Source: an optimization exercise on an open RTL-to-GDS flow (aim: small area). Production flows keep margins and buffers that such runs may drop.
In this exercise RTL edits were held to simulation tests only and were not proved equivalent to the original.
Power is estimated from default activity; no workload was simulated.

==> flow/design.v (excerpt) <==
module bs_filt #(
    parameter integer NCH = 4
) (
    input  wire                clk,
    input  wire                rst,
    input  wire [NCH-1:0]      flush,
    input  wire [NCH-1:0]      mod_stb,
    input  wire [NCH-1:0]      mod_bit,
    output wire [4*NCH-1:0]    out_stb,
    output wire [4*NCH-1:0]    out_settled,
    output wire [96*NCH-1:0]   out_data
);
For scale: ~4800 cells after synthesis, about 1200 flip-flops, ~430 I/O pins, about 0.046 sq mm of cells after synthesis.
export LEC_CHECK = 0
export ABC_AREA = 1
export CAP_MARGIN = 20
export CORE_MARGIN = 2
export CORE_UTILIZATION = 45
export SLEW_MARGIN = 20
create_clock -name core_clock -period 16.0 [get_ports {clk}]
standard.sh (not shown) runs the stock make flow with config.mk's settings and CLKGATE_MAP_FILE= SYNTH_SCRIPT=/design/flow/synth_recipe.tcl, a recipe that flattens the netlist after the stock synthesis.
==> flow/flow/run.sh <==
#!/bin/bash
# The standard layout (standard.sh, unchanged scripts and settings) with two
# tool options set through ORFS's own variables:
#  - ports are buffered with sky130_fd_sc_hd__buf_1 cells;
#  - clock tree synthesis leaves out dummy loads and clusters the flip-flops
#    under clkbuf_8 leaf buffers (at most 20 sinks within 50 um).
# make's full output goes to standard.log.
set -euo pipefail
export BUFFER_PORTS_ARGS="-buffer_cell sky130_fd_sc_hd__buf_1"
export CTS_ARGS="-sink_clustering_enable -repair_clock_nets -dont_use_dummy_load -buf_list sky130_fd_sc_hd__clkbuf_8 -sink_clustering_size 20 -sink_clustering_max_diameter 50"
bash standard.sh > standard.log 2>&1
Rerun with:
- CORE_UTILIZATION: 45 -> 55
- PLACE_DENSITY: default -> 0.65
Power shrinks by 0.54%.
Die area goes down by 18%.
Count of clock-buffer cells in the layout shrinks by 2.
Global-route usage went up by 3.7 points.
Critical path depth grows by 1.


run K:
Another version of the RTL of bs_filt (not shown whole).
Size: roughly 1200 flip-flops, ~430 I/O pins, about 46000 um^2 of cells after synthesis.
// bs_filt
module bs_filt #(
    parameter integer NCH = 4
) (
    input  wire                clk,
    input  wire                rst,
    input  wire [NCH-1:0]      flush,
    input  wire [NCH-1:0]      mod_stb,
    input  wire [NCH-1:0]      mod_bit,
    output wire [4*NCH-1:0]    out_stb,
    output wire [4*NCH-1:0]    out_settled,
    output wire [96*NCH-1:0]   out_data
);
    reg [1:0] rot;
    always @(posedge clk) begin
        if (rst) rot <= 2'd0;
        else     rot <= rot + 2'd1;
    end
    genvar c;
    generate
        for (c = 0; c < NCH; c = c + 1) begin : g_ch
            bs_channel u_ch (
                .clk      (clk),
                .rst      (rst),
                .rot      (rot),
                .flush    (flush[c]),
                .stb      (mod_stb[c]),
                .bit_in   (mod_bit[c]),
                .o_stb    (out_stb[4*c +: 4]),
                .o_settled(out_settled[4*c +: 4]),
                .o_data   (out_data[96*c +: 96]));
        end
    endgenerate
endmodule
Settings: LEC_CHECK=0, ABC_AREA=1, CAP_MARGIN=20, CORE_MARGIN=2, CORE_UTILIZATION=62, PLACE_DENSITY=0.7, SLEW_MARGIN=20; clock period 16.0 ns.
==> flow/flow/run.sh <==
#!/bin/bash
# The standard layout (standard.sh, unchanged scripts and settings) with two
# tool options set through ORFS's own variables:
#  - ports are buffered with sky130_fd_sc_hd__buf_1 cells;
#  - clock tree synthesis leaves out dummy loads and clusters the flip-flops
#    under clkbuf_4 leaf buffers (at most 9 sinks within 40 um).
# make's full output goes to standard.log.
set -euo pipefail
export BUFFER_PORTS_ARGS="-buffer_cell sky130_fd_sc_hd__buf_1"
export CTS_ARGS="-sink_clustering_enable -repair_clock_nets -dont_use_dummy_load -buf_list sky130_fd_sc_hd__clkbuf_4 -sink_clustering_size 9 -sink_clustering_max_diameter 40"
bash standard.sh > standard.log 2>&1
Run K completed; timing, DRC and antenna clean
Relative to run K, the following input files were edited for run Y:
- a change of CORE_UTILIZATION from 62 to 55
- a change of PLACE_DENSITY from 0.7 to 0.65
Findings:
From run K to run Y the numbers moved as follows: final design area excluding fillers rose 0.39%, worst setup slack for register-to-register paths rose by 50 ps, switching component of the power comparable. Number of signal-net buffers in the layout delta (run Y -> run K): insignificant. Changes observed in run Y relative to run K: die outline width rose by about 6%; filler-free cell count of the finished design rose by about 2%; utilization after layout fell by 7.1 points; fraction of area in multi-input gates fell by 0.16 points; signal arrival time at the worst endpoint rose by 20 ps.

separate check: timing with driven ports:
In the flow no input, the clock included, has a driving cell. The finished layouts below were timed again as built, in two steps. Step 1 assumes that a clkbuf_16 drives the clock port and a buf_2 every other input. Step 2 times the ports against the registers' clock, not the clock port: input delays grow and output delays shrink by t, the midpoint of the rising clock arrivals with the driver on. Three values: ideal, step 1, step 2; two values: the first two.
run | t (ns) | setup slack, ns | hold slack, ns | slew at the worst register clock pin (ns) | cell pins on the clock port's net
the first run of note 1 | 0.806 | 9.878 / 9.815 / 9.903 | 0.238 / 0.238 / 0.238 | 0.12 / 0.12 | 1
the second run of note 1 | 0.786 | 9.841 / 9.780 / 9.742 | 0.247 / 0.247 / 0.247 | 0.12 / 0.12 | 1
run K | 1.074 | 9.490 / 9.426 / 9.861 | 0.224 / 0.224 / 0.224 | 0.10 / 0.10 | 1
run Y | 1.103 | 9.465 / 9.404 / 9.911 | 0.278 / 0.278 / 0.278 | 0.10 / 0.10 | 1
After both steps setup and hold are still met in every run listed. For the second run of note 1, which loses most, drivers alone change the setup slack by -0.061 ns; drivers and shift together by -0.099 ns.
